This is an optimization exercise on Yosys and OpenROAD, whose aim is small area, a short achievable clock period and few clock cycles per item, not a production implementation. The RTL was checked by simulation tests, not by an equivalence proof against the original design. Power figures rest on the tool's default switching activity, not on a simulated workload.

$ cat constraint.sdc
create_clock -name core_clock -period 30.0 [get_ports {clk}]
set_input_delay 6.0000 -clock core_clock [delete_from_list [all_inputs] [get_ports {clk}]]
set_output_delay 6.0000 -clock core_clock [all_outputs]
set_load 0.01 [all_outputs]
$ cat run.sh
#!/bin/bash
# synth_recipe.tcl (not shown) runs the flow's synth.tcl, then flattens the netlist and writes it again
# the make line also repeats each setting of config.mk as NAME=value (left out here)
make -C /OpenROAD-flow-scripts/flow DESIGN_CONFIG=/design/flow/config.mk WORK_HOME=/design/flow/orfs CLKGATE_MAP_FILE= SYNTH_SCRIPT=/design/flow/synth_recipe.tcl finish
$ cat config.mk
export PLATFORM = sky130hd
export DESIGN_NAME = crc_unit
export DESIGN_NICKNAME = crc_unit
export VERILOG_FILES = /design/flow/design.v
export SDC_FILE = /design/flow/constraint.sdc
export NUM_CORES = 4
export LEC_CHECK = 0
export CAP_MARGIN = 20
export CORE_MARGIN = 2
export CORE_UTILIZATION = 40
export SLEW_MARGIN = 20
$ cat design.v
module crc_unit (
    input  wire        clk,
    input  wire        rst,           
    input  wire        bus_valid,
    input  wire        bus_we,
    input  wire [7:2]  bus_addr,
    input  wire [31:0] bus_wdata,
    input  wire [7:0]  bus_master,
    output wire        bus_ready,
    output reg  [31:0] bus_rdata,
    output wire        mem_req,
    output wire [31:2] mem_addr,
    input  wire        mem_gnt,
    input  wire        mem_rvalid,
    input  wire [31:0] mem_rdata,
    input  wire        mem_rerr
);
    localparam [5:0] A_CTRL    = 6'h01;   
    localparam [5:0] A_STAT    = 6'h02;   
    localparam [5:0] A_EVT     = 6'h03;   
    localparam [5:0] A_CFG     = 6'h10;   
    localparam [5:0] A_POLY    = 6'h11;   
    localparam [5:0] A_INIT    = 6'h12;   
    localparam [5:0] A_XOROUT  = 6'h13;   
    localparam [5:0] A_CMD     = 6'h14;   
    localparam [5:0] A_SRC     = 6'h15;   
    localparam [5:0] A_LEN     = 6'h16;   
    localparam [5:0] A_DIN     = 6'h17;   
    localparam [5:0] A_DINB    = 6'h18;   
    localparam [5:0] A_RUN     = 6'h19;   
    localparam [5:0] A_RESULT  = 6'h1A;   
    localparam [5:0] A_EXP     = 6'h1B;   
    localparam [5:0] A_CMP     = 6'h1C;   
    localparam [5:0] A_CLAIM   = 6'h1D;   
    localparam [5:0] A_BYTES   = 6'h1E;   
    localparam [7:0] CMD_INIT  = 8'h01;
    localparam [7:0] CMD_START = 8'h02;
    localparam [7:0] CMD_ABORT = 8'h03;
    localparam [7:0] CMD_CHECK = 8'h04;
    localparam [2:0] S_IDLE = 3'd0;
    localparam [2:0] S_REQ  = 3'd1;
    localparam [2:0] S_WAIT = 3'd2;
    localparam [2:0] S_FEED = 3'd3;
    localparam [2:0] S_FIN  = 3'd4;
    reg        en;
    reg [4:0]  cfg_width;      
    reg        cfg_refout;
    reg        cfg_refin;
    reg [2:0]  cfg_preset;
    reg [31:0] poly_r;
    reg [31:0] init_r;
    reg [31:0] xorout_r;
    reg [31:0] src_r;
    reg [23:0] len_r;
    reg [31:0] run_r;
    reg [31:0] exp_r;
    reg        cmp_auto;
    reg        claim_held;
    reg [7:0]  claim_master;
    reg [31:0] bytes_r;
    reg        busy;
    reg        st_match;
    reg        st_cmp_valid;
    reg        st_err;
    reg        ev_access_err;
    reg        ev_cmd_refused;
    reg        ev_mismatch;
    reg        ev_dma_err;
    reg        ev_aborted;
    reg        ev_done;
    reg [31:0] din_buf;
    reg [2:0]  din_cnt;
    reg [2:0]  dma_state;
    reg [31:0] dma_addr;
    reg [23:0] dma_left;
    reg [31:0] dma_word;
    reg        dma_drop;       
    reg [4:0]  p_wm1;
    reg [31:0] p_poly;
    reg [31:0] p_init;
    reg [31:0] p_xorout;
    reg        p_refin;
    reg        p_refout;
    always @* begin
        case (cfg_preset)
            3'd1: begin
                p_wm1 = 5'd31; p_poly = 32'h04C11DB7; p_init = 32'hFFFFFFFF;
                p_xorout = 32'hFFFFFFFF; p_refin = 1'b1; p_refout = 1'b1;
            end
            3'd2: begin
                p_wm1 = 5'd31; p_poly = 32'h1EDC6F41; p_init = 32'hFFFFFFFF;
                p_xorout = 32'hFFFFFFFF; p_refin = 1'b1; p_refout = 1'b1;
            end
            3'd3: begin
                p_wm1 = 5'd15; p_poly = 32'h00001021; p_init = 32'h0000FFFF;
                p_xorout = 32'h00000000; p_refin = 1'b0; p_refout = 1'b0;
            end
            3'd4: begin
                p_wm1 = 5'd7; p_poly = 32'h0000002F; p_init = 32'h000000FF;
                p_xorout = 32'h000000FF; p_refin = 1'b0; p_refout = 1'b0;
            end
            default: begin
                p_wm1 = cfg_width; p_poly = poly_r; p_init = init_r;
                p_xorout = xorout_r; p_refin = cfg_refin; p_refout = cfg_refout;
            end
        endcase
    end
    wire [4:0]  lshift = 5'd31 - p_wm1;
    wire [31:0] wmask  = 32'hFFFFFFFF >> lshift;
    function [31:0] rev32(input [31:0] x);
        integer i;
        begin
            for (i = 0; i < 32; i = i + 1)
                rev32[i] = x[31-i];
        end
    endfunction
    wire [31:0] poly_m   = p_poly & wmask;
    wire [31:0] poly_rev = rev32(poly_m) >> lshift;
    wire [31:0] init_m   = p_init & wmask;
    wire [31:0] init_eff = p_refin ? (rev32(init_m) >> lshift) : init_m;
    wire [31:0] run_m    = run_r & wmask;
    wire [31:0] run_rev  = rev32(run_m) >> lshift;
    wire [31:0] result   = ((p_refout != p_refin) ? run_rev : run_m) ^ (p_xorout & wmask);
    wire        cmp_eq   = (result == (exp_r & wmask));
    reg        feed_en;
    reg [7:0]  feed_byte;
    reg [31:0] crc_next;
    reg [31:0] c_r;
    reg [31:0] c_pl;
    reg        c_fb;
    integer    k;
    always @* begin
        c_pl = poly_m << lshift;
        if (p_refin) begin
            c_r = run_m;
            for (k = 0; k < 8; k = k + 1) begin
                c_fb = c_r[0] ^ feed_byte[k];
                c_r  = c_r >> 1;
                if (c_fb) c_r = c_r ^ poly_rev;
            end
            crc_next = c_r;
        end else begin
            c_r  = run_m << lshift;
            for (k = 7; k >= 0; k = k - 1) begin
                c_fb = c_r[31] ^ feed_byte[k];
                c_r  = c_r << 1;
                if (c_fb) c_r = c_r ^ c_pl;
            end
            crc_next = c_r >> lshift;
        end
    end
    assign bus_ready = (din_cnt == 3'd0);
    wire acc     = bus_valid && bus_ready;
    wire wr      = acc && bus_we;
    wire in_blk  = (bus_addr >= A_CFG) && (bus_addr <= A_BYTES);
    wire foreign = claim_held && (bus_master != claim_master);
    wire locked  = foreign && (in_blk || bus_addr == A_CTRL);
    wire wr_ok   = wr && !locked;
    wire [7:0] cmd_code  = bus_wdata[7:0];
    wire       cmd_wr    = wr_ok && bus_addr == A_CMD;
    wire       cmd_init  = cmd_wr && en && !busy && cmd_code == CMD_INIT;
    wire       cmd_start = cmd_wr && en && !busy && cmd_code == CMD_START;
    wire       cmd_abort = cmd_wr && en &&  busy && cmd_code == CMD_ABORT;
    wire       cmd_check = cmd_wr && en && !busy && cmd_code == CMD_CHECK;
    wire       cmd_ref   = cmd_wr && !(cmd_init || cmd_start || cmd_abort || cmd_check);
    wire cfg_addr = (bus_addr == A_CFG) || (bus_addr == A_POLY) || (bus_addr == A_INIT) ||
                    (bus_addr == A_XOROUT) || (bus_addr == A_SRC) || (bus_addr == A_LEN) ||
                    (bus_addr == A_RUN);
    wire din_addr = (bus_addr == A_DIN) || (bus_addr == A_DINB);
    wire acc_err = wr && (locked ||
                          (cfg_addr && busy) ||
                          (din_addr && (busy || !en)) ||
                          (bus_addr == A_CTRL && busy && !bus_wdata[0]));
    wire wr_cfg  = wr_ok && !busy;
    wire din_go  = wr_ok && din_addr && en && !busy;
    always @* begin
        bus_rdata = 32'h0;
        case (bus_addr)
            A_CTRL:   bus_rdata = {31'h0, en};
            A_STAT:   bus_rdata = {27'h0, st_match, st_cmp_valid, st_err, claim_held, busy};
            A_EVT:    bus_rdata = {ev_access_err, 26'h0, ev_cmd_refused, ev_mismatch,
                                   ev_dma_err, ev_aborted, ev_done};
            A_CFG:    bus_rdata = {3'h0, cfg_width, 5'h0, cfg_refout, cfg_refin, 14'h0, cfg_preset};
            A_POLY:   bus_rdata = poly_r;
            A_INIT:   bus_rdata = init_r;
            A_XOROUT: bus_rdata = xorout_r;
            A_SRC:    bus_rdata = src_r;
            A_LEN:    bus_rdata = {8'h0, len_r};
            A_RUN:    bus_rdata = run_m;
            A_RESULT: bus_rdata = result;
            A_EXP:    bus_rdata = exp_r;
            A_CMP:    bus_rdata = {31'h0, cmp_auto};
            A_CLAIM:  bus_rdata = {16'h0, claim_master, 7'h0, claim_held};
            A_BYTES:  bus_rdata = bytes_r;
            default:  bus_rdata = 32'h0;
        endcase
    end
    assign mem_req  = (dma_state == S_REQ) && !dma_drop;
    assign mem_addr = dma_addr[31:2];
    wire dma_feed = (dma_state == S_FEED);
    wire dma_last = dma_feed && (dma_left == 24'd1);
    always @* begin
        feed_en   = 1'b0;
        feed_byte = 8'h00;
        if (din_cnt != 3'd0) begin
            feed_en   = 1'b1;
            feed_byte = din_buf[7:0];
        end else if (dma_feed && !cmd_abort) begin
            feed_en   = 1'b1;
            case (dma_addr[1:0])
                2'd0: feed_byte = dma_word[7:0];
                2'd1: feed_byte = dma_word[15:8];
                2'd2: feed_byte = dma_word[23:16];
                default: feed_byte = dma_word[31:24];
            endcase
        end
    end
    always @(posedge clk) begin
        if (rst) begin
            en             <= 1'b0;
            cfg_width      <= 5'd31;
            cfg_refout     <= 1'b0;
            cfg_refin      <= 1'b0;
            cfg_preset     <= 3'd0;
            poly_r         <= 32'h0;
            init_r         <= 32'h0;
            xorout_r       <= 32'h0;
            src_r          <= 32'h0;
            len_r          <= 24'h0;
            run_r          <= 32'h0;
            exp_r          <= 32'h0;
            cmp_auto       <= 1'b0;
            claim_held     <= 1'b0;
            claim_master   <= 8'h0;
            bytes_r        <= 32'h0;
            busy           <= 1'b0;
            st_match       <= 1'b0;
            st_cmp_valid   <= 1'b0;
            st_err         <= 1'b0;
            ev_access_err  <= 1'b0;
            ev_cmd_refused <= 1'b0;
            ev_mismatch    <= 1'b0;
            ev_dma_err     <= 1'b0;
            ev_aborted     <= 1'b0;
            ev_done        <= 1'b0;
            din_buf        <= 32'h0;
            din_cnt        <= 3'd0;
            dma_state      <= S_IDLE;
            dma_addr       <= 32'h0;
            dma_left       <= 24'h0;
            dma_word       <= 32'h0;
            dma_drop       <= 1'b0;
        end else begin
            if (wr && bus_addr == A_EVT) begin
                if (bus_wdata[31]) ev_access_err  <= 1'b0;
                if (bus_wdata[4])  ev_cmd_refused <= 1'b0;
                if (bus_wdata[3])  ev_mismatch    <= 1'b0;
                if (bus_wdata[2])  ev_dma_err     <= 1'b0;
                if (bus_wdata[1])  ev_aborted     <= 1'b0;
                if (bus_wdata[0])  ev_done        <= 1'b0;
            end
            if (acc_err) ev_access_err  <= 1'b1;
            if (cmd_ref) ev_cmd_refused <= 1'b1;
            if (wr_ok && bus_addr == A_CTRL && !(busy && !bus_wdata[0]))
                en <= bus_wdata[0];
            if (wr_cfg && bus_addr == A_CFG) begin
                cfg_width  <= bus_wdata[28:24];
                cfg_refout <= bus_wdata[18];
                cfg_refin  <= bus_wdata[17];
                cfg_preset <= bus_wdata[2:0];
            end
            if (wr_cfg && bus_addr == A_POLY)   poly_r   <= bus_wdata;
            if (wr_cfg && bus_addr == A_INIT)   init_r   <= bus_wdata;
            if (wr_cfg && bus_addr == A_XOROUT) xorout_r <= bus_wdata;
            if (wr_cfg && bus_addr == A_SRC)    src_r    <= bus_wdata;
            if (wr_cfg && bus_addr == A_LEN)    len_r    <= bus_wdata[23:0];
            if (wr_ok && bus_addr == A_EXP)     exp_r    <= bus_wdata;
            if (wr_ok && bus_addr == A_CMP)     cmp_auto <= bus_wdata[0];
            if (wr_ok && bus_addr == A_CLAIM) begin
                if (bus_wdata[0] && !claim_held) begin
                    claim_held   <= 1'b1;
                    claim_master <= bus_master;
                end else if (!bus_wdata[0] && claim_held) begin
                    claim_held   <= 1'b0;
                    claim_master <= 8'h0;
                end
            end
            if (feed_en) begin
                run_r   <= crc_next;
                bytes_r <= bytes_r + 32'd1;
            end
            if (wr_cfg && bus_addr == A_RUN)
                run_r <= bus_wdata & wmask;
            if (cmd_init) begin
                run_r        <= init_eff;
                bytes_r      <= 32'h0;
                st_cmp_valid <= 1'b0;
                st_err       <= 1'b0;
            end
            if (cmd_check) begin
                st_cmp_valid <= 1'b1;
                st_match     <= cmp_eq;
                if (!cmp_eq) ev_mismatch <= 1'b1;
            end
            if (din_go) begin
                din_buf <= bus_wdata;
                din_cnt <= (bus_addr == A_DIN) ? 3'd4 : 3'd1;
            end else if (din_cnt != 3'd0) begin
                din_buf <= din_buf >> 8;
                din_cnt <= din_cnt - 3'd1;
            end
            if (dma_drop && mem_rvalid)
                dma_drop <= 1'b0;
            if (cmd_start) begin
                if (len_r == 24'd0) begin
                    ev_done <= 1'b1;
                    if (cmp_auto) begin
                        st_cmp_valid <= 1'b1;
                        st_match     <= cmp_eq;
                        if (!cmp_eq) ev_mismatch <= 1'b1;
                    end
                end else begin
                    busy      <= 1'b1;
                    dma_state <= S_REQ;
                    dma_addr  <= src_r;
                    dma_left  <= len_r;
                end
            end else if (cmd_abort) begin
                busy       <= 1'b0;
                ev_aborted <= 1'b1;
                dma_state  <= S_IDLE;
                if ((dma_state == S_WAIT && !mem_rvalid) || (mem_req && mem_gnt))
                    dma_drop <= 1'b1;
            end else begin
                case (dma_state)
                    S_REQ: begin
                        if (mem_req && mem_gnt)
                            dma_state <= S_WAIT;
                    end
                    S_WAIT: begin
                        if (mem_rvalid) begin
                            if (mem_rerr) begin
                                busy       <= 1'b0;
                                st_err     <= 1'b1;
                                ev_dma_err <= 1'b1;
                                dma_state  <= S_IDLE;
                            end else begin
                                dma_word  <= mem_rdata;
                                dma_state <= S_FEED;
                            end
                        end
                    end
                    S_FEED: begin
                        dma_addr <= dma_addr + 32'd1;
                        dma_left <= dma_left - 24'd1;
                        if (dma_last)
                            dma_state <= S_FIN;
                        else if (dma_addr[1:0] == 2'd3)
                            dma_state <= S_REQ;
                    end
                    S_FIN: begin
                        busy      <= 1'b0;
                        ev_done   <= 1'b1;
                        dma_state <= S_IDLE;
                        if (cmp_auto) begin
                            st_cmp_valid <= 1'b1;
                            st_match     <= cmp_eq;
                            if (!cmp_eq) ev_mismatch <= 1'b1;
                        end
                    end
                    default: dma_state <= S_IDLE;
                endcase
            end
        end
    end
endmodule
==> flow_summary.ini <==
[outcome]
outcome = no timing/DRC/antenna violations

[logic_synthesis]
ys_ff_latch = 406
ys_seq_area_frac = 0.193
syn-num-nets = 6430
syn_inst = 6335
ys_warn_count = 1
synthArstFlopShare = 0
yosys_most_used_dff = dfxtp_1
syn_area_per_cell_sq_um = 6.64
synth_edf_count = 0
ys_types = 127
synthesis.area_sq_mm = 0.0421

[sta]
slew_viol_final = 0
timing.final.crit_share = 0.536
setup_violations = 0
finalClockSkew_ns = 0.0241
min_period_ns = 16.08
slew_headroom = 0.0981
rsz0062_at_grt = false
setup_tns_ns = 0
tightest_slew_ns = 1.35
fmax_ghz = 0.0622
final_hold_viol_count = 0

[setup_path]
cp-start-kind = primary input
end_kind = register
worstPathMaxFanout = 41
required_ns = 30.57
path_buf_inv = 5
cp_slowest_cell = a32oi_1
cp_slowest_stage_delay_ns = 0.93
cp.arrival_ns = 16.65
crit_family = compound AO/OA/AOI/OAI gates
critPathKind = primary input to register
cpMostUsedCell = buf_4

[final_layout]
fin_area_sq_mm = 0.0462
multi_input_area_sq_mm = 0.0313
drive_above_1_share = 0.0836
final_cells = 7572
fin_nets = 6232
seq_area_sq_mm = 0.00813
syn2layout_area_growth_pct = 9.84
nFillCells = 11000

[floorplan]
die_h_um = 328
start_util = 0.405
die_width_um = 328
io_pins = 149
die-area_sq_mm = 0.108
core_area_sq_mm = 0.104
placementRows = 118

[pwr]
p_clk_frac = 0.289
p_switching_w = 0.000918
internal_power_w = 0.00114
ir_drop_mv = 0.0471
pwr-share-comb = 0.421
p_leak_nw = 14.5
p_per_area_mw_per_mm2 = 44.5
sw_frac_of_total = 0.446
power_frac_seq = 0.289

[clocking]
cts_hold_buf = 0
clkLatencyLatePin_ns = 0.63
htreeDepth = 2
cts_sinks = 406
cts_inserted_buffers = 47
cts.repair.resized = 0
clockRootBuffer = clkbuf_16
clk_pin_slew_worst_paths_ns = 0.06
postCtsSetupBuffers = 0
clockBufferDepth = 3
tritoncts = yes

[drt]
drt_pass1_iterations = 8
detail-route-antenna-nets = 0
routed_wl_um = 266000
drtIter0Drc = 9159
num_vias = 53500
via_per_inst = 7.07
avgRoutedWirePerCell_um = 35.1
drc = 0

[job]
maxCapViolations = 0

[grt]
overflow = 0
grt_use_met3 = 0.154
grt_start_max_net_pins = 109
track_usage = 0.475
met2_usage = 0.678
grt_util_met1 = 0.567
top_usage_layer = met2
grt_pass1_vias = 48100
grt_antenna_before_repair = 22
grt_pass1_wl_um = 372000

[placed_design]
place_hpwl_um = 194000
numPlacedInstances = 7465
port_buffers = 148
gp_congestion = 1.12
placed_cell_area_sq_mm = 0.0446

[hold_path]
hold_class = register to register
[flip-flops by register name (all words and copies together), names as in the netlist, 3 cells and up]
register,cells
src_r,32
din_buf,32
dma_word,32
dma_state,3
cfg_width,5
exp_r,32
run_r,32
cfg_preset,3
claim_master,8
xorout_r,32
din_cnt,3
dma_left,24
len_r,24
dma_addr,32
init_r,32
poly_r,32
bytes_r,32
[worst min-delay path: stages, from the launching register on]
cell,delay (ns)
dfxtp_1,0.30
nand2_1,0.05
a21oi_1,0.05
[path summary, 6_finish.rpt]
kind                                      to  slack, ns  depth (start not counted)          start
worst min register to register  dma_word[30]       0.45                          2   dma_word[30]
worst max-delay path               run_r[17]      13.92                         27    bus_addr[4]
worst min-delay path            dma_word[30]       0.45                          2   dma_word[30]
worst max register to register     run_r[17]      17.73                         30  cfg_preset[0]
[metal layers]
layer	vias to the layer above	part of all wire
li1	22600	-
met1	25100	0.36
met2	4430	0.40
met3	1372	0.13
met4	10	0.11
met5	-	0.00027
[cells by family (layout without fill, tap and decap cells)]
logic type	Yosys count	count (layout)	synth area share
AOI/OAI and AO/OA	2160	2160	0.339
xor gates and xnor gates	488	488	0.104
adders and majority gates	11	11	0.00321
buffers and inverters	676	515	0.0699
DFF	406	406	0.193
muxes	141	141	0.0343
other	0	18	0
and+or+nand+nor	2453	2453	0.257
[cell type report]
type / instances / share of cell area
antenna: 18 / 0.000975
multi-input combinational: 5253 / 0.678
sequential: 406 / 0.176
clock inverter: 19 / 0.00403
inverter: 49 / 0.00398
tap: 1380 / 0.0374
clock buffer: 67 / 0.0297
timing repair buffer: 380 / 0.0705
[Yosys cell counts (53+ instances only)]
cell type / n / area [sq um]
buf_2: 57 / 285
a31oi_1: 54 / 338
nand3_1: 165 / 826
o211ai_1: 112 / 841
buf_1: 53 / 199
clkbuf_1: 432 / 1620
o21ai_0: 443 / 2220
xnor2_1: 389 / 3410
a211oi_1: 100 / 751
o22ai_1: 67 / 419
nor4_1: 67 / 419
mux2i_1: 114 / 1140
a22oi_1: 102 / 766
xor2_1: 91 / 797
a21oi_1: 663 / 3320
buf_4: 61 / 458
and3_1: 63 / 394
dfxtp_1: 406 / 8130
nor2_1: 553 / 2080
nor3_1: 126 / 631
nand2_1: 1199 / 4500
[power by group through the flow]
| stage | Sequential, W | Combinational [W] | Clock [W] |
|---|---|---|---|
| 2_1_floorplan | 0.000576 | 0.000509 | 0 |
| 4_1_cts | 0.000588 | 0.000815 | 0.000595 |
| 3_5_place_dp | 0.000599 | 0.000812 | 0 |
| 3_3_place_gp | 0.000600 | 0.000809 | 0 |
| 5_1_grt | 0.000592 | 0.000884 | 0.000618 |
| 6_report | 0.000595 | 0.000867 | 0.000595 |
[layout by cell type (no fill, tap or decap), types with 90 or more instances in the layout]
cell type	instances
nand2_1	1195
dfxtp_1	405
nand3_1	165
o211ai_1	112
xor2_1	90
a211oi_1	99
clkdlybuf4s50_1	147
nor2_1	544
a22oi_1	102
o21ai_0	434
xnor2_1	386
buf_4	228
a21oi_1	661
mux2i_1	113
nor3_1	117
[per-stage QoR]
step / hold WS [ns] / total power (W) / setup slack, ns / util
final: 0.453 / 0.00206 / 13.92 / 0.445
after global routing: 0.470 / 0.00209 / 13.75 / 0.444
after CTS: 0.452 / 0.00200 / 14.33 / 0.444
after detailed placement: 0.444 / 0.00141 / 13.99 / 0.429
after global placement: 0.440 / 0.00141 / 14.14 / 0.429
after floorplan: 0.431 / 0.00108 / 16.06 / -
Testbench counts, summed over its fixed seeds: cycles 229,140, bytes 151,119.

## what the ideal ports hide
The results above use ideal ports. As a check the final layout listed here was re-extracted and re-timed, cells and wires unchanged. Step 1 assumes that a clkbuf_16 drives the clock port and a buf_2 every other input. Step 2 times the ports against the registers' clock, not the clock port: input delays grow and output delays shrink by t, the midpoint of the rising clock arrivals with the driver on. Slacks: ideal ports / drivers / drivers and shift; pairs: ideal ports / drivers.
shift t [ns]: 0.684
setup slack, ns: 13.920 / 13.963 / 13.279
worst setup path after step 2: input to register
worst register clock-pin slew, ns: 0.07 / 0.07
worst slew at a driven data input, ns: 0.06
After both steps setup and hold are still met in this run. For this run, drivers alone change the setup slack by +0.043 ns; drivers and shift together by -0.641 ns.
